This design comes from an exercise in tuning for small area, a short achievable clock period and few clock cycles per item on the open sky130 flow, not from production work. In this exercise RTL edits were held to simulation tests only and were not proved equivalent to the original. No activity file was given, so power comes from the tool's default toggle rates.

**flow/config.mk**
```make
export PLATFORM = sky130hd
export DESIGN_NAME = bs_encoder
export DESIGN_NICKNAME = bs_encoder
export VERILOG_FILES = /design/flow/design.v
export SDC_FILE = /design/flow/constraint.sdc
export NUM_CORES = 4
export LEC_CHECK = 0
export ABC_AREA = 1
export CAP_MARGIN = 20
export CORE_MARGIN = 2
export CORE_UTILIZATION = 40
export SLEW_MARGIN = 20
```
**flow/constraint.sdc**
```tcl
create_clock -name core_clock -period 14.0 [get_ports {clk}]
set_input_delay 2.8000 -clock core_clock [delete_from_list [all_inputs] [get_ports {clk}]]
set_output_delay 2.8000 -clock core_clock [all_outputs]
set_load 0.01 [all_outputs]
```
**flow/design.v**
```verilog
module bsenc_lzc (
    input  wire [22:0] mf,
    output reg  [4:0]  lz
);
    integer i;
    always @(*) begin
        lz = 5'd23;
        for (i = 0; i < 23; i = i + 1)
            if (mf[i]) lz = 5'd22 - i[4:0];
    end
endmodule
module bsenc_comp (
    input  wire [31:0] x,
    input  wire [4:0]  lz,
    input  wire        f8,       
    output wire [16:0] c
);
    wire [7:0]  ef = x[30:23];
    wire [22:0] mf = x[22:0];
    wire        norm = (ef != 8'd0);
    wire        zero = !norm && (lz == 5'd23);
    wire [22:0] nf   = mf << lz;             
    wire [22:0] fr   = norm ? mf : {nf[21:0], 1'b0};
    wire [8:0]  e9   = norm ? ({1'b0, ef} + 9'd32) :
                       zero ? 9'd0 : (9'd32 - {4'd0, lz});
    wire [16:0] cf   = {x[31], e9[7:0], fr[22:19], 2'b00, e9[8], |fr[18:0]};
    wire        tiny = !norm && (lz > 5'd1);
    wire [7:0]  e8   = norm ? (ef + 8'd1) : {7'd0, !lz[0]};
    wire [16:0] ci   = tiny ? {x[31], 16'd0} : {x[31], e8, fr[22:16], |fr[15:0]};
    assign c = f8 ? cf : ci;
endmodule
module bsenc_align (
    input  wire [16:0] c,
    input  wire [8:0]  sb,
    input  wire        f8,       
    input  wire        rm,       
    output wire        sgn,
    output wire [6:0]  kept,
    output wire        g,
    output wire        st,
    output wire [3:0]  te6
);
    wire [8:0]  e  = {f8 && c[1], c[15:8]};
    wire [7:0]  sg = {1'b1, c[7:2], c[1] && !f8};
    wire [9:0]  rr = {1'b0, sb} - {1'b0, e};     
    wire        big = !rr[9] && ((rr[8:4] != 5'd0) || (rr[3:0] > 4'd9));
    wire        lo  = rr[9] || (rr[8:2] == 7'd0);
    wire [15:0] s1  = {sg, 8'd0} >> rr[3:0];
    wire [15:0] s4  = {4'd0, sg, 4'd0};
    wire [15:0] w   = (f8 && lo) ? s4 : s1;
    assign sgn  = c[16];
    assign kept = big ? 7'd0 : w[14:8];
    assign g    = (big || rm) ? 1'b0 : w[7];
    assign st   = big || (|w[6:0]) || c[0];
    wire [3:0] t = 4'd4 - rr[3:0];
    assign te6  = (f8 && lo) ? t : 4'd0;
endmodule
module bsenc_round (
    input  wire        sgn,
    input  wire [6:0]  kept,
    input  wire        g,
    input  wire        st,
    input  wire [3:0]  te6,
    input  wire [1:0]  fmt,
    output reg  [7:0]  code,
    output reg         of
);
    wire       rup = g && (st || kept[0]);      
    wire [7:0] v   = ({1'b0, kept} ^ {8{sgn}}) + {7'd0, sgn ^ rup};
    wire [4:0] n   = {1'b0, kept[3:0]} + {4'd0, rup};
    wire [7:0] fm  = {1'b0, te6, 3'b000} + {3'd0, n};
    always @(*) begin
        code = 8'd0;
        of   = 1'b0;
        begin
            case (fmt)
                2'd0: begin
                    of   = (kept[2:0] == 3'd7) && rup;
                    code = of ? (sgn ? 8'h09 : 8'h07) : {4'd0, v[3:0]};
                end
                2'd1: begin
                    of   = (kept == 7'd127) && rup;
                    code = of ? (sgn ? 8'h81 : 8'h7F) : v;
                end
                default: begin
                    of   = (fm >= 8'd127);
                    code = of ? {sgn, 7'h7E} : (fm == 8'd0) ? 8'h00 : {sgn, fm[6:0]};
                end
            endcase
        end
    end
endmodule
module bs_encoder (
    input  wire         clk,
    input  wire         rst,         
    input  wire         in_valid,
    output wire         in_ready,
    input  wire [31:0]  in_data,     
    input  wire [1:0]   in_fmt,      
    input  wire         in_rm,       
    output wire         out_valid,
    input  wire         out_ready,
    output wire [7:0]   out_scale,
    output wire [255:0] out_data,
    output wire         out_of
);
    reg         in_ready_q;      
    reg         in_busy_q;       
    reg         i_v;             
    reg [20:0]  i_d;             
    reg [1:0]   i_fmt;
    reg         i_rm;
    reg [543:0] ring;            
    reg [4:0]   ph;              
    reg         ob_v;            
    reg [4:0]   c;               
    reg [4:0]   k;               
    reg         pk;              
    reg         pc;              
    reg         cnek;            
    reg         k31;             
    reg         k0;              
    reg         c31;             
    reg         frz;             
    reg [7:0]   rmax;            
    reg         rnz;             
    reg         rsp;             
    reg [8:0]   sb;              
    reg [1:0]   fblk;
    reg         rblk;
    reg         a_v;             
    reg         a_nz;            
    reg         a_sgn;
    reg [7:0]   a_f;             
    reg         a_g, a_st;
    reg [1:0]   a_fmt;
    reg         k_v;             
    reg [7:0]   k_code;
    reg         k_of;
    reg         ov_p;            
    reg         ov_n_q;          
    reg [255:0] od;
    reg [7:0]   oscale;
    reg         oof;
    assign in_ready  = in_ready_q;
    assign out_valid = ov_p;
    assign out_data  = od;
    assign out_scale = oscale;
    assign out_of    = oof;
    wire in_fire = in_valid && !in_busy_q;
    wire ov      = !ov_n_q;
    wire freeze  = frz;          
    wire conv    = ob_v && pc && !freeze;
    wire resync  = !ob_v && k0;
    wire ins     = i_v && (resync || (pk && (!ob_v || cnek || conv)));
    wire done_in = ins && k31;
    wire [16:0] cin;
    wire [4:0] i_lz;
    wire [31:0] i_x = {i_d, 11'd0};
    bsenc_lzc u_lzc (.mf(i_x[22:0]), .lz(i_lz));
    bsenc_comp u_comp (.x(i_x), .lz(i_lz), .f8(i_fmt == 2'd2), .c(cin));
    wire [16:0] q31 = ring[543:527];
    wire [7:0] ief = i_x[30:23];
    reg  [7:0] kk;               
    reg  [8:0] ck;               
    reg  [8:0] cc;               
    always @(*) begin
        case (i_fmt)
            2'd0:    begin kk = 8'd2; ck = 9'd6;  cc = 9'd8;  end
            2'd1:    begin kk = 8'd6; ck = 9'd2;  cc = 9'd8;  end
            default: begin kk = 8'd8; ck = 9'd22; cc = 9'd30; end
        endcase
    end
    wire       gt     = k0 || (ief > rmax);
    wire [7:0] mx     = gt ? ief : rmax;
    wire [8:0] f_e    = (ief > kk) ? ({1'b0, ief} + ck) : cc;
    wire [8:0] f_r    = (rmax > kk) ? ({1'b0, rmax} + ck) : cc;
    wire [8:0] cand   = gt ? f_e : f_r;
    wire       nz     = (!k0 && rnz) || (i_x[30:0] != 31'd0);
    wire       sp     = (!k0 && rsp) || (ief == 8'hFF);
    wire [8:0] sb_new = sp ? 9'h1FF : nz ? cand : (9'd127 + cc);
    wire [8:0] s_blk  = sb - ((fblk == 2'd2) ? 9'd30 : 9'd8);
    wire       al_sgn, al_g, al_st;
    wire [6:0] al_kept;
    wire [3:0] al_te6;
    bsenc_align u_align (
        .c(q31), .sb(sb), .f8(fblk == 2'd2), .rm(rblk),
        .sgn(al_sgn), .kept(al_kept), .g(al_g), .st(al_st), .te6(al_te6)
    );
    wire [7:0] code;
    wire       cof;
    bsenc_round u_round (
        .sgn(a_sgn), .kept(a_f[6:0]), .g(a_g), .st(a_st), .te6(a_f[7:4]),
        .fmt(a_fmt), .code(code), .of(cof)
    );
    wire a_m4 = (a_fmt == 2'd0);
    wire a0   = (c == 5'd1);                              
    wire kw   = k_v && !ov;                               
    wire k_m4 = (fblk == 2'd0);
    wire bw   = a_nz && !ov;                              
    wire       anz_n   = freeze ? a_nz : (conv && c != 5'd0);
    wire       ov_n    = ov ? !out_ready : (bw && c == 5'd0);
    wire       iv_n    = (i_v && !ins) || in_fire;
    wire [4:0] ph_n    = (ins && resync) ? 5'd1 : ph + 5'd1;
    wire       obv_n   = done_in || (ob_v && !(conv && c31));
    wire [4:0] c_n     = done_in ? 5'd0 : conv ? c + 5'd1 : c;
    wire [4:0] k_n     = done_in ? 5'd0 : ins ? k + 5'd1 : k;
    wire       frz_n   = ov_n && anz_n;
    wire [4:0] ph1     = ph + 5'd1;
    wire       pc_n    = conv || done_in || (ph1 == c);
    wire       pk_n    = ins || (ph1 == k);
    wire       c1nek   = (c + 5'd1 != k);
    wire       cnek1   = (c != k + 5'd1);
    wire       cnek_n  = !done_in && ((conv && !ins) ? c1nek : (!conv && ins) ? cnek1 : cnek);
    wire       k0_n    = done_in || (k0 && !ins);
    wire       conv_n  = obv_n && pc_n && !frz_n;
    wire       rsy_n   = !obv_n && k0_n;
    wire       ins_n   = rsy_n || (pk_n && (!obv_n || cnek_n || conv_n));
    wire       ready_n = !iv_n || ins_n;
    always @(posedge clk) begin
        ring <= {ring[526:0], ins ? cin : q31};
        if (!in_busy_q) begin
            i_d   <= {in_data[31:12], |in_data[11:0]};
            i_fmt <= in_fmt;
            i_rm  <= in_rm;
        end
        if (ins) begin
            rmax <= mx;
            rnz  <= nz;
            rsp  <= sp;
        end
        if (done_in) begin
            sb    <= sb_new;
            fblk  <= i_fmt;
            rblk  <= i_rm;
        end
        if (!freeze) begin
            a_sgn  <= al_sgn;
            a_f    <= {al_te6[3], al_te6[2:0] | al_kept[6:4], al_kept[3:0]};
            a_g    <= al_g;
            a_st   <= al_st;
            a_fmt  <= fblk;
        end
        if (conv && c31)
            oscale <= (sb == 9'h1FF) ? 8'hFF : s_blk[7:0];
        if (a_v && a0) begin
            k_code <= code;
            k_of   <= cof;
        end
        if (kw)
            oof <= k_of || (bw && cof);
        else if (bw)
            oof <= oof || cof;
    end
    always @(posedge clk) begin
        if (rst) begin
            in_ready_q <= 1'b1;
            in_busy_q  <= 1'b0;
            i_v        <= 1'b0;
            ph         <= 5'd0;
            ob_v       <= 1'b0;
            c          <= 5'd0;
            k          <= 5'd0;
            a_v        <= 1'b0;
            a_nz       <= 1'b0;
            frz        <= 1'b0;
            pk         <= 1'b1;
            pc         <= 1'b1;
            cnek       <= 1'b0;
            k31        <= 1'b0;
            k0         <= 1'b1;
            c31        <= 1'b0;
            k_v        <= 1'b0;
            ov_n_q     <= 1'b1;
            ov_p       <= 1'b0;
        end else begin
            in_ready_q <= ready_n;
            in_busy_q  <= !ready_n;
            i_v        <= iv_n;
            ph         <= ph_n;
            ob_v       <= obv_n;
            c          <= c_n;
            k          <= k_n;
            a_v        <= conv || (a_v && freeze);
            a_nz       <= anz_n;
            frz        <= frz_n;
            pk         <= pk_n;
            pc         <= pc_n;
            cnek       <= cnek_n;
            k31        <= (k_n == 5'd31);
            k0         <= k0_n;
            c31        <= (c_n == 5'd31);
            k_v        <= (a_v && a0) || (k_v && !kw);
            ov_n_q     <= !ov_n;
            ov_p       <= ov_n;
        end
    end
    wire [3:0] d_lo   = code[3:0];
    wire [3:0] d_odd  = a_m4 ? code[3:0] : code[7:4];
    wire [3:0] d_hlo  = a_m4 ? 4'd0 : code[3:0];
    wire [3:0] d_hodd = a_m4 ? 4'd0 : code[7:4];
    integer j;
    always @(posedge clk) begin
        for (j = 0; j < 64; j = j + 1) begin
            if (j == 0) begin
                if (kw) od[3:0] <= k_code[3:0];
            end else if (j == 1) begin
                if (kw && !k_m4)
                    od[7:4] <= k_code[7:4];
                else if (bw && a_m4 && c == 5'd2)
                    od[7:4] <= code[3:0];
            end else if (j == 32) begin
                if (kw && k_m4)
                    od[131:128] <= 4'd0;
                else if (bw && !a_m4 && c == 5'd17)
                    od[131:128] <= code[3:0];
            end else if (j < 32) begin
                if (bw && (a_m4 ? (c == ((j + 1) & 31)) : (c == (((j >> 1) + 1) & 31))))
                    od[4*j +: 4] <= (j & 1) ? d_odd : d_lo;
            end else begin
                if (bw && (a_m4 ? (c == ((j - 31) & 31)) : (c == (((j >> 1) + 1) & 31))))
                    od[4*j +: 4] <= (j & 1) ? d_hodd : d_hlo;
            end
        end
    end
endmodule
```
**flow/flow/run.sh**
```bash
#!/bin/bash
# Standard layout, with plain buffers (not delay cells) on the ports and a
# clock tree of fewer, smaller buffers without dummy loads.
set -euo pipefail
export BUFFER_PORTS_ARGS="-buffer_cell sky130_fd_sc_hd__buf_1"
export CTS_ARGS="-sink_clustering_enable -repair_clock_nets -dont_use_dummy_load -sink_clustering_size 16 -sink_clustering_max_diameter 60 -buf_list sky130_fd_sc_hd__clkbuf_8 -root_buf sky130_fd_sc_hd__clkbuf_16"
bash standard.sh > standard.log 2>&1
```
**flow/standard.sh**
```bash
#!/bin/bash
# synth_recipe.tcl (not shown) runs the flow's synth.tcl, then flattens the netlist and writes it again
# the make line also repeats each setting of config.mk as NAME=value (left out here)
make -C /OpenROAD-flow-scripts/flow DESIGN_CONFIG=/design/flow/config.mk WORK_HOME=/design/flow/orfs CLKGATE_MAP_FILE= SYNTH_SCRIPT=/design/flow/synth_recipe.tcl "${@:-finish}"
```
==> run notes, run 1 <==
status=timing/DRC/antenna clean; IO Port Bufs=305; post-cts resize count=0; Max clock buf depth=3; # hold bufs at CTS=0; wire per inst=17.7 µm; First DRT Iteration DRCs=1,231; Top delay family on crit path=flip-flops; R2R Setup Slk=10.31 ns; total gr overflow=0; Post-Synthesis Cells=2,099; total setup buffers inserted after CTS=0; Worst-Skew Late Latency=0.58 ns; area leader, netlist=dfxtp_1; Final Setup Violations=0; most common cell after layout, fill and taps aside=dfxtp_1; #FFs+latches synth=908; Seq/Total Area, Yosys=78.0%; Critical Path End=out_data[131]; Final #Nets=2,544; fmax=248 MHz; Hold Crit Class=flip-flop to flip-flop; ys async rst share=0%; Worst Setup SP=od[131]$_SDFFE_PP0P_; first-pass GRT wire length=88.7 mm; crit path buf inv count=1; placed inst area=0.0297 mm²; initial antenna violation count=0; Stages on worst setup path=1; mean post-synth cell area=13.1 µm²; worst hold margin=0.267 ns; TritonCTS clock tree=done; Synth warnings=3; top cells by area, synth=dfxtp_1 42%, edfxtp_1 36%, nand2_1 3.6%; final design utilization=45.0%; clock sinks=908; GRT Overall Usage=16.4%; Reg2Reg Depth=12; Starting Density=40.3%; Mapped Nets=2,191; pin count of the biggest net entering global routing=39; commonest non-fill, non-tap cells in the layout=579 x dfxtp_1, 329 x edfxtp_1, 305 x buf_1, 265 x nand2_1, 197 x inv_1; routability cong.=0.874; Setup TNS Final=0 ns; Area growth, synth to finish=11.8%; clk_skew=0.0682 ns; CP Capture Type=primary output; Slew @ Worst Pin=1.04 ns; Reg clk slew, reported paths=0.09 ns; data arrival time of the worst path=1.22 ns; max-cap violations=0; final worst path period share=28.7%; Final ANT Viol Nets=0; Yosys top cell area share=42.1%; Fill cells=6,238; CTS Buf Count=73; synth unique cells=55; critical-path cell list=buf_1; die area=0.0709 mm²; Slew headroom=30.3%; P per Cell Area=144 mW/mm²; Ports=306; Crit Path Class=flip-flop to primary output; CP Max Fanout=2; core area=0.0683 mm²; FP Rows=96; height of the die=266 µm; number of flops mapped to enable cells by yosys=329; Pre-antenna DRT Iters=5; vias in the first global route=15,341; Ant. Diodes=0; Peak VDD IR=0.0783 mV; clock root cell=clkbuf_16; final wirelength=59.0 mm; post-synthesis cell area=0.0275 mm²; crit start category=flip-flop; H-tree levels=3; DRC=0; fin crit period=4.02 ns; total number of vias=15,790; Reg-to-Reg End=od[226]$_DFFE_PP_; Largest stage delay, worst path=0.45 ns; via-per-instance ratio=4.74; required time at the worst-slack endpoint=11.20 ns; Hold Fails Final Rpt=0; DP HPWL=42.9 mm; fin. max-slew vios=0; unrepaired setup endpoints after global routing=no; Slowest-stage cell, CP=dfxtp_1; cell area after layout=0.0308 mm²; static leakage=12.1 nW; Worst R2R Start=a_f[0]$_SDFFCE_PP0N_; die width=266 µm; Top FF cell, synth=dfxtp_1; share of layout cells above drive strength 1=5.27%
[synthesized netlist by cell type, types with 3 or more instances]
library cell  instances
o22ai_1               6
a21o_1                4
buf_6                 4
buf_2                 8
edfxtp_1            329
a21oi_1              63
nor4_1                9
o21ai_1               5
o21a_1                3
a31oi_1               7
or2_2                11
xor2_1               28
inv_1               198
nor2_1              179
inv_2                 6
clkbuf_1             19
o21ai_0              99
nand4_1              14
o211ai_1             21
nor2_2                3
nor3_1               31
nand3b_1              3
xnor2_1              13
nand3_1              86
ha_1                 49
a211oi_1              4
nand2_1             265
a22oi_1               6
and2_1                5
fa_1                  4
nand2_2               9
dfxtp_1             579
[flip-flops by register name, indices dropped and copies added, names as in the netlist, 5 cells and up, named ones only]
signal  cells
ring      544
od        256
i_d        21
sb          9
a_f         8
k_code      8
oscale      8
rmax        8
c           5
k           5
ph          5
[layout make-up]
| class | count | area, µm² | area share [%] |
|---|---|---|---|
| clock buffers | 73 | 1110 | 3.59 |
| well taps | 882 | 1100 | 3.59 |
| repair buffers | 311 | 1190 | 3.87 |
| multi-input cells | 953 | 5140 | 16.7 |
| flip-flops and latches | 908 | 21500 | 69.8 |
| inverters | 205 | 769 | 2.50 |
[per-layer routing]
layer / vias to the layer above / GRT usage [%] / share of wire [%]
li1: 7637 / - / -
met1: 7492 / 21.2 / 44
met2: 550 / 27.0 / 47
met3: 111 / 3.64 / 6.3
met4: 0 / 6.51 / 3.5
met5: - / 0 / 0
[where the power goes]
part	leakage, nW	switching (W)	internal [W]
clock	0.571	0.000746	0.000526
sequential	7.89	0.0000525	0.00291
combinational	3.66	0.000138	0.0000603
[metrics by stage]
step           power, W  instances  setup slack, ns
4_1_cts         0.00450       3332             9.91
2_1_floorplan   0.00313       2099            10.35
3_3_place_gp    0.00322       3259             9.82
5_1_grt         0.00463       3332             9.91
6_report        0.00443       3332             9.98
3_5_place_dp    0.00322       3259             9.80
[cell families (layout without fill, tap and decap cells)]
family | count (synthesis) | in the layout | share of synthesized area, %
XOR/XNOR | 42 | 42 | 1.36
flip-flops | 908 | 908 | 78.0
multiplexers | 2 | 2 | 0.0773
AND/OR/NAND/NOR | 624 | 624 | 9.78
buffers and inverters | 238 | 589 | 3.39
AO/OA/AOI/OAI | 232 | 232 | 4.86
adder cells (fa/ha/maj) | 53 | 53 | 2.52
[worst register-to-register path: cells and delay by family (launching register included)]
family / cells / cell delay (ns)
AO/OA/AOI/OAI: 1 / 0.41
XOR/XNOR: 1 / 0.19
flip-flops: 1 / 0.45
AND/OR/NAND/NOR: 7 / 1.91
buffers and inverters: 2 / 0.22
adder cells (fa/ha/maj): 1 / 0.19
[worst min path at each step]
stage / startpoint / endpoint / cells past startpoint
6_report: ring[458]$_DFF_P_ / ring[475]$_DFF_P_ / 0
5_1_grt: ring[458]$_DFF_P_ / ring[475]$_DFF_P_ / 0
4_1_cts: ring[458]$_DFF_P_ / ring[475]$_DFF_P_ / 0
3_5_place_dp: ring[181]$_DFF_P_ / ring[198]$_DFF_P_ / 0
3_3_place_gp: ring[135]$_DFF_P_ / ring[152]$_DFF_P_ / 0
2_1_floorplan: ring[83]$_DFF_P_ / ring[100]$_DFF_P_ / 0
Testbench counts, summed over its fixed seeds: cycles 49,432, items 1,536.
==> run 2, diff against run 1 <==
--- a/flow/design.v
+++ b/flow/design.v
@@ -1,39 +1,52 @@
-module bsenc_lzc (
-    input  wire [22:0] mf,
-    output reg  [4:0]  lz
+module bsenc_pre (
+    input  wire [31:0] x,
+    input  wire        f8,       
+    output reg  [16:0] c,
+    output wire        raw
 );
-    integer i;
+    wire        sg   = x[31];
+    wire [7:0]  ef   = x[30:23];
+    wire [22:0] mf   = x[22:0];
+    wire        norm = (ef != 8'd0);
+    wire [8:0]  e9   = {1'b0, ef} + 9'd32;
+    assign raw = f8 && !norm;
     always @(*) begin
-        lz = 5'd23;
-        for (i = 0; i < 23; i = i + 1)
-            if (mf[i]) lz = 5'd22 - i[4:0];
+        if (f8)
+            c = norm ? {sg, e9[7:0], mf[22:19], 2'b00, e9[8], |mf[18:0]}
+                     : {sg, mf[22:12], |mf[11:0], 4'd0};
+        else if (norm)
+            c = {sg, ef + 8'd1, mf[22:16], |mf[15:0]};
+        else if (mf[22])
+            c = {sg, 8'd1, mf[21:15], |mf[14:0]};
+        else if (mf[21])
+            c = {sg, 8'd0, mf[20:14], |mf[13:0]};
+        else
+            c = {sg, 16'd0};
     end
 endmodule
-module bsenc_comp (
-    input  wire [31:0] x,
-    input  wire [4:0]  lz,
-    input  wire        f8,       
+module bsenc_rawn (
+    input  wire [16:0] r,
     output wire [16:0] c
 );
-    wire [7:0]  ef = x[30:23];
-    wire [22:0] mf = x[22:0];
-    wire        norm = (ef != 8'd0);
-    wire        zero = !norm && (lz == 5'd23);
-    wire [22:0] nf   = mf << lz;             
-    wire [22:0] fr   = norm ? mf : {nf[21:0], 1'b0};
-    wire [8:0]  e9   = norm ? ({1'b0, ef} + 9'd32) :
-                       zero ? 9'd0 : (9'd32 - {4'd0, lz});
-    wire [16:0] cf   = {x[31], e9[7:0], fr[22:19], 2'b00, e9[8], |fr[18:0]};
-    wire        tiny = !norm && (lz > 5'd1);
-    wire [7:0]  e8   = norm ? (ef + 8'd1) : {7'd0, !lz[0]};
-    wire [16:0] ci   = tiny ? {x[31], 16'd0} : {x[31], e8, fr[22:16], |fr[15:0]};
-    assign c = f8 ? cf : ci;
+    wire [10:0] v = r[15:5];     
+    reg  [3:0]  lz;              
+    integer i;
+    always @(*) begin
+        lz = 4'd11;
+        for (i = 0; i < 11; i = i + 1)
+            if (v[i]) lz = 4'd10 - i[3:0];
+    end
+    wire [10:0] fv = v << lz;    
+    wire [8:0]  e9 = 9'd32 - {5'd0, lz};
+    assign c = (v == 11'd0) ? {r[16], 16'd0}
+                            : {r[16], e9[7:0], fv[9:6], 3'b000, (|fv[5:0]) | r[4]};
 endmodule
 module bsenc_align (
     input  wire [16:0] c,
     input  wire [8:0]  sb,
     input  wire        f8,       
     input  wire        rm,       
+    input  wire        zero,     
     output wire        sgn,
     output wire [6:0]  kept,
     output wire        g,
@@ -49,11 +62,11 @@
     wire [15:0] s4  = {4'd0, sg, 4'd0};
     wire [15:0] w   = (f8 && lo) ? s4 : s1;
     assign sgn  = c[16];
-    assign kept = big ? 7'd0 : w[14:8];
-    assign g    = (big || rm) ? 1'b0 : w[7];
+    assign kept = (big || zero) ? 7'd0 : w[14:8];
+    assign g    = (big || zero || rm) ? 1'b0 : w[7];
     assign st   = big || (|w[6:0]) || c[0];
     wire [3:0] t = 4'd4 - rr[3:0];
-    assign te6  = (f8 && lo) ? t : 4'd0;
+    assign te6  = (f8 && lo && !zero) ? t : 4'd0;
 endmodule
 module bsenc_round (
     input  wire        sgn,
@@ -107,7 +120,10 @@
     reg         in_ready_q;      
     reg         in_busy_q;       
     reg         i_v;             
-    reg [20:0]  i_d;             
+    reg [16:0]  i_c;             
+    reg         i_raw;           
+    reg         i_nz;            
+    reg         i_sp;            
     reg [1:0]   i_fmt;
     reg         i_rm;
     reg [543:0] ring;            
@@ -122,21 +138,24 @@
     reg         k0;              
     reg         c31;             
     reg         frz;             
-    reg [7:0]   rmax;            
+    reg [8:0]   rmax;            
     reg         rnz;             
     reg         rsp;             
     reg [8:0]   sb;              
+    reg         spblk;           
     reg [1:0]   fblk;
     reg         rblk;
     reg         a_v;             
     reg         a_nz;            
     reg         a_sgn;
-    reg [7:0]   a_f;             
+    reg [6:0]   a_kept;
     reg         a_g, a_st;
+    reg [3:0]   a_te6;
     reg [1:0]   a_fmt;
     reg         k_v;             
     reg [7:0]   k_code;
     reg         k_of;
+    reg         k_m4;
     reg         ov_p;            
     reg         ov_n_q;          
     reg [255:0] od;
@@ -154,49 +173,50 @@
     wire resync  = !ob_v && k0;
     wire ins     = i_v && (resync || (pk && (!ob_v || cnek || conv)));
     wire done_in = ins && k31;
-    wire [16:0] cin;
-    wire [4:0] i_lz;
-    wire [31:0] i_x = {i_d, 11'd0};
-    bsenc_lzc u_lzc (.mf(i_x[22:0]), .lz(i_lz));
-    bsenc_comp u_comp (.x(i_x), .lz(i_lz), .f8(i_fmt == 2'd2), .c(cin));
+    wire [16:0] pre_c;
+    wire        pre_raw;
+    bsenc_pre u_pre (.x(in_data), .f8(in_fmt == 2'd2), .c(pre_c), .raw(pre_raw));
+    wire [16:0] rawn_c;
+    bsenc_rawn u_rawn (.r(i_c), .c(rawn_c));
+    wire [16:0] cin = i_raw ? rawn_c : i_c;
     wire [16:0] q31 = ring[543:527];
-    wire [7:0] ief = i_x[30:23];
-    reg  [7:0] kk;               
+    wire       i_f8 = (i_fmt == 2'd2);
+    wire [8:0] iex  = i_raw ? 9'd0 : {i_f8 && i_c[1], i_c[15:8]};
+    reg  [8:0] kk;               
     reg  [8:0] ck;               
     reg  [8:0] cc;               
     always @(*) begin
         case (i_fmt)
-            2'd0:    begin kk = 8'd2; ck = 9'd6;  cc = 9'd8;  end
-            2'd1:    begin kk = 8'd6; ck = 9'd2;  cc = 9'd8;  end
-            default: begin kk = 8'd8; ck = 9'd22; cc = 9'd30; end
+            2'd0:    begin kk = 9'd3;  ck = 9'd5;   cc = 9'd8;  end
+            2'd1:    begin kk = 9'd7;  ck = 9'd1;   cc = 9'd8;  end
+            default: begin kk = 9'd40; ck = 9'h1F6; cc = 9'd30; end   
         endcase
     end
-    wire       gt     = k0 || (ief > rmax);
-    wire [7:0] mx     = gt ? ief : rmax;
-    wire [8:0] f_e    = (ief > kk) ? ({1'b0, ief} + ck) : cc;
-    wire [8:0] f_r    = (rmax > kk) ? ({1'b0, rmax} + ck) : cc;
+    wire       gt     = k0 || (iex > rmax);
+    wire [8:0] mx     = gt ? iex : rmax;
+    wire [8:0] f_e    = (iex > kk) ? (iex + ck) : cc;
+    wire [8:0] f_r    = (rmax > kk) ? (rmax + ck) : cc;
     wire [8:0] cand   = gt ? f_e : f_r;
-    wire       nz     = (!k0 && rnz) || (i_x[30:0] != 31'd0);
-    wire       sp     = (!k0 && rsp) || (ief == 8'hFF);
-    wire [8:0] sb_new = sp ? 9'h1FF : nz ? cand : (9'd127 + cc);
+    wire       nz     = (!k0 && rnz) || i_nz;
+    wire       sp     = (!k0 && rsp) || i_sp;
+    wire [8:0] sb_new = nz ? cand : (9'd127 + cc);
     wire [8:0] s_blk  = sb - ((fblk == 2'd2) ? 9'd30 : 9'd8);
     wire       al_sgn, al_g, al_st;
     wire [6:0] al_kept;
     wire [3:0] al_te6;
     bsenc_align u_align (
-        .c(q31), .sb(sb), .f8(fblk == 2'd2), .rm(rblk),
+        .c(q31), .sb(sb), .f8(fblk == 2'd2), .rm(rblk), .zero(spblk),
         .sgn(al_sgn), .kept(al_kept), .g(al_g), .st(al_st), .te6(al_te6)
     );
     wire [7:0] code;
     wire       cof;
     bsenc_round u_round (
-        .sgn(a_sgn), .kept(a_f[6:0]), .g(a_g), .st(a_st), .te6(a_f[7:4]),
+        .sgn(a_sgn), .kept(a_kept), .g(a_g), .st(a_st), .te6(a_te6),
         .fmt(a_fmt), .code(code), .of(cof)
     );
     wire a_m4 = (a_fmt == 2'd0);
     wire a0   = (c == 5'd1);                              
     wire kw   = k_v && !ov;                               
-    wire k_m4 = (fblk == 2'd0);
     wire bw   = a_nz && !ov;                              
     wire       anz_n   = freeze ? a_nz : (conv && c != 5'd0);
     wire       ov_n    = ov ? !out_ready : (bw && c == 5'd0);
@@ -220,7 +240,10 @@
     always @(posedge clk) begin
         ring <= {ring[526:0], ins ? cin : q31};
         if (!in_busy_q) begin
-            i_d   <= {in_data[31:12], |in_data[11:0]};
+            i_c   <= pre_c;
+            i_raw <= pre_raw;
+            i_nz  <= (in_data[30:0] != 31'd0);
+            i_sp  <= (in_data[30:23] == 8'hFF);
             i_fmt <= in_fmt;
             i_rm  <= in_rm;
         end
@@ -231,21 +254,24 @@
         end
         if (done_in) begin
             sb    <= sb_new;
+            spblk <= sp;
             fblk  <= i_fmt;
             rblk  <= i_rm;
         end
         if (!freeze) begin
             a_sgn  <= al_sgn;
-            a_f    <= {al_te6[3], al_te6[2:0] | al_kept[6:4], al_kept[3:0]};
+            a_kept <= al_kept;
             a_g    <= al_g;
             a_st   <= al_st;
+            a_te6  <= al_te6;
             a_fmt  <= fblk;
         end
         if (conv && c31)
-            oscale <= (sb == 9'h1FF) ? 8'hFF : s_blk[7:0];
+            oscale <= spblk ? 8'hFF : s_blk[7:0];
         if (a_v && a0) begin
             k_code <= code;
             k_of   <= cof;
+            k_m4   <= a_m4;
         end
         if (kw)
             oof <= k_of || (bw && cof);
==> run 2 against run 1 <==
  * Still clean on timing, DRC and antenna
  * Synthesized cell count up 4.3%
  * Count of clock-buffer cells in the layout up 1
  * Sequential cell count up 5
  * First-iteration DRC count up 0.89%
  * Cell count up 4.7%
  * Design area up 2.8%
  * Hold slack better by 0.028 ns
  * Core utilization up 0.16 points
  * Critical path type is now input pin to flip-flop
  * Largest cell class unchanged
==> run notes, run 2 <==
unrepaired setup endpoints after global routing=no; Final ANT Viol Nets=0; clock root cell=clkbuf_16; data arrival time of the worst path=4.74 ns; Crit Path Class=input pin to flip-flop; Adder-Cell Fraction of Synth Area=3.12%; static leakage=12.5 nW; Starting Density=40.4%; Hold Fails Final Rpt=0; Area growth, synth to finish=12.0%; Yosys top cell area share=41.0%; Peak VDD IR=0.0949 mV; setup ws final=9.55 ns; First DRT Iteration DRCs=1,242; clock sinks=913; Reg-to-Reg End=rmax[0]$_DFFE_PP_; routability cong.=0.900; top-count cell post-synth=dfxtp_1; height of the die=270 µm; commonest cells in the netlist=579 x dfxtp_1, 334 x edfxtp_1, 261 x nand2_1; Top reg by flops=ring; top cells by area, synth=dfxtp_1 41%, edfxtp_1 35%, nand2_1 3.5%; DRC=0; Ant. Diodes=0; Slew headroom=31.1%; pin count of the biggest net entering global routing=38; clk_skew=0.0517 ns; P per Cell Area=143 mW/mm²; largest family of logic cells by synthesized area=simple AND/OR/NAND/NOR gates; post-synthesis cell area=0.0283 mm²; via-per-instance ratio=4.81; area of the multi-input gates=0.00567 mm²; fin crit period=4.45 ns; hold wc startpoint=ring[251]$_DFF_P_; mean post-synth cell area=12.9 µm²; CP Capture Type=flip-flop; Fill cells=6,427; Reg clk slew, reported paths=0.09 ns; area share of and/or/nand/nor cells after synthesis=9.91%; Worst R2R Start=i_fmt[1]$_DFFE_PN_; # hold bufs at CTS=0; final worst path period share=31.8%; Top FF cell, synth=dfxtp_1; Post-Synth XOR/XNOR Area=1.39%; number of flops mapped to enable cells by yosys=334; Pre-antenna DRT Iters=9; setup slack at placement=9.00 ns; #FFs+latches synth=913; H-tree levels=3; Worst Setup SP=in_data[25]; Max clock buf depth=3; total gr overflow=0; biggest regs=ring: 544 flops, od: 256 flops, i_c: 17 flops; DP HPWL=43.9 mm; Post-Synthesis Cells=2,190; max-cap violations=0; initial antenna violation count=1; FF+latch area=0.0216 mm²; synth unique cells=59; Reg2Reg Depth=13; wire per inst=17.5 µm; fmax=225 MHz; FP Rows=97; final wirelength=61.2 mm; share of layout cells above drive strength 1=5.26%; Ports=306; Hold Path Cell Cnt=0; Worst-Skew Late Latency=0.59 ns; Hold Crit Class=flip-flop to flip-flop; core area=0.0700 mm²; max reg flops=544; Slew @ Worst Pin=1.03 ns; commonest non-fill, non-tap cells in the layout=579 x dfxtp_1, 334 x edfxtp_1, 305 x buf_1, 261 x nand2_1, 212 x inv_1; Compound-Gate Fraction of Synth Area=5.56%; most common cell after layout, fill and taps aside=dfxtp_1; GRT Overall Usage=16.7%; Setup TNS Final=0 ns; Synth warnings=4; Final Setup Violations=0; fin. max-slew vios=0; final design utilization=45.2%; Final #Nets=2,657; total setup buffers inserted after CTS=0; mux share of post-synthesis cell area=0.0797%; die width=270 µm; total number of vias=16,770; post-cts resize count=0; crit start category=input pin; IO Port Bufs=305; first-pass GRT wire length=95.1 mm; vias in the first global route=16,408; required time at the worst-slack endpoint=14.28 ns; CTS Buf Count=74; die area=0.0728 mm²; Seq/Total Area, Yosys=76.5%; R2R Setup Slk=9.97 ns; CP Max Fanout=14; ys async rst share=0%; TritonCTS clock tree=done; area leader, netlist=dfxtp_1; Mapped Nets=2,297; Hold Path End=ring[268]$_DFF_P_; status=timing/DRC/antenna clean
==> run 2: critical path, cell delays in order <==
cell and delay (ns):
buf_1 0.14, nor4_1 0.38, nand4_1 0.54, inv_1 0.52
nor2_1 0.09, o21ai_0 0.14, o21ai_0 0.10
==> run 2: cell families after synthesis <==
family                   count (synthesis)
AO/OA/AOI/OAI                          265
XOR/XNOR                                44
adder cells (fa/ha/maj)                 68
buffers and inverters                  254
flip-flops                             913
multiplexers                             2
AND/OR/NAND/NOR                        644
==> run 2: routing by layer <==
metal | wire length [µm] | up-vias | global-route usage, %
li1 | - | 8004 | -
met1 | 26800 | 8012 | 22.0
met2 | 28900 | 657 | 27.8
met3 | 3940 | 95 | 3.26
met4 | 1520 | 2 | 5.39
met5 | 14 | - | 0
==> run 2: where the power goes <==
part	leakage, nW	internal (W)	total, W	switching, W
sequential	8.00	0.00293	0.00298	0.0000511
clock	0.578	0.000533	0.00130	0.000765
combinational	3.97	0.0000805	0.000255	0.000174
total	12.5	0.00354	0.00453	0.000990
==> run 2: cell type report <==
| class | count | share of cell area, % |
|---|---|---|
| clock buffer | 74 | 3.54 |
| inverter | 221 | 2.62 |
| multi-input combinational | 1023 | 17.9 |
| sequential | 913 | 68.3 |
| tap | 940 | 3.72 |
| timing repair buffer | 317 | 3.89 |
==> run 2: metrics by stage <==
stage,instances,area [µm²],total power (W),hold slack [ns]
4_1_cts,3488,31700,0.00460,0.298
6_report,3488,31700,0.00453,0.295
3_5_place_dp,3414,30500,0.00329,0.312
2_1_floorplan,2190,28300,0.00320,0.310
5_1_grt,3488,31700,0.00474,0.297
3_3_place_gp,3412,30500,0.00329,0.310
==> run 2: how the worst max path moves through the flow <==
| stage | end | slack, ns | depth (start not counted) |
|---|---|---|---|
| floorplan | i_c[1]$_DFFE_PN_ | 9.83 | 5 |
| global placement | i_c[8]$_DFFE_PN_ | 9.00 | 7 |
| detailed placement | i_c[8]$_DFFE_PN_ | 9.00 | 7 |
| CTS | i_c[8]$_DFFE_PN_ | 9.59 | 7 |
| global route | i_c[8]$_DFFE_PN_ | 9.22 | 7 |
| finish | i_c[8]$_DFFE_PN_ | 9.55 | 7 |
Testbench counts of run 2, summed over its fixed seeds: cycles 49,432, items 1,536.

==> afterwards: timing with drivers on the ports <==
The results above use ideal ports. As a check the final layouts listed here were re-extracted and re-timed, cells and wires unchanged.
Step 1, drivers: a clkbuf_16 drives clk and a buf_2 each remaining input, both assumed.
Step 2 also shifts input and output timing later by t, the mid clock arrival at the registers, as if the neighbouring blocks saw the same clock.
Three values: no drivers, after step 1, after step 2; two values: the first two.
| run | shift t [ns] | setup WS [ns] | worst setup path after step 2 | worst register clock-pin slew, ns | cell pins on the clock port's net |
|---|---|---|---|---|---|
| run 1 | 0.615 | 9.975 / 9.918 / 9.792 | input to register | 0.10 / 0.10 | 1 |
| run 2 | 0.621 | 9.548 / 9.583 / 8.962 | input to register | 0.10 / 0.10 | 1 |
After both steps setup and hold are still met in every run listed. The setup slack of run 2, which loses most, moves by +0.035 ns with the drivers and by -0.586 ns with both steps.
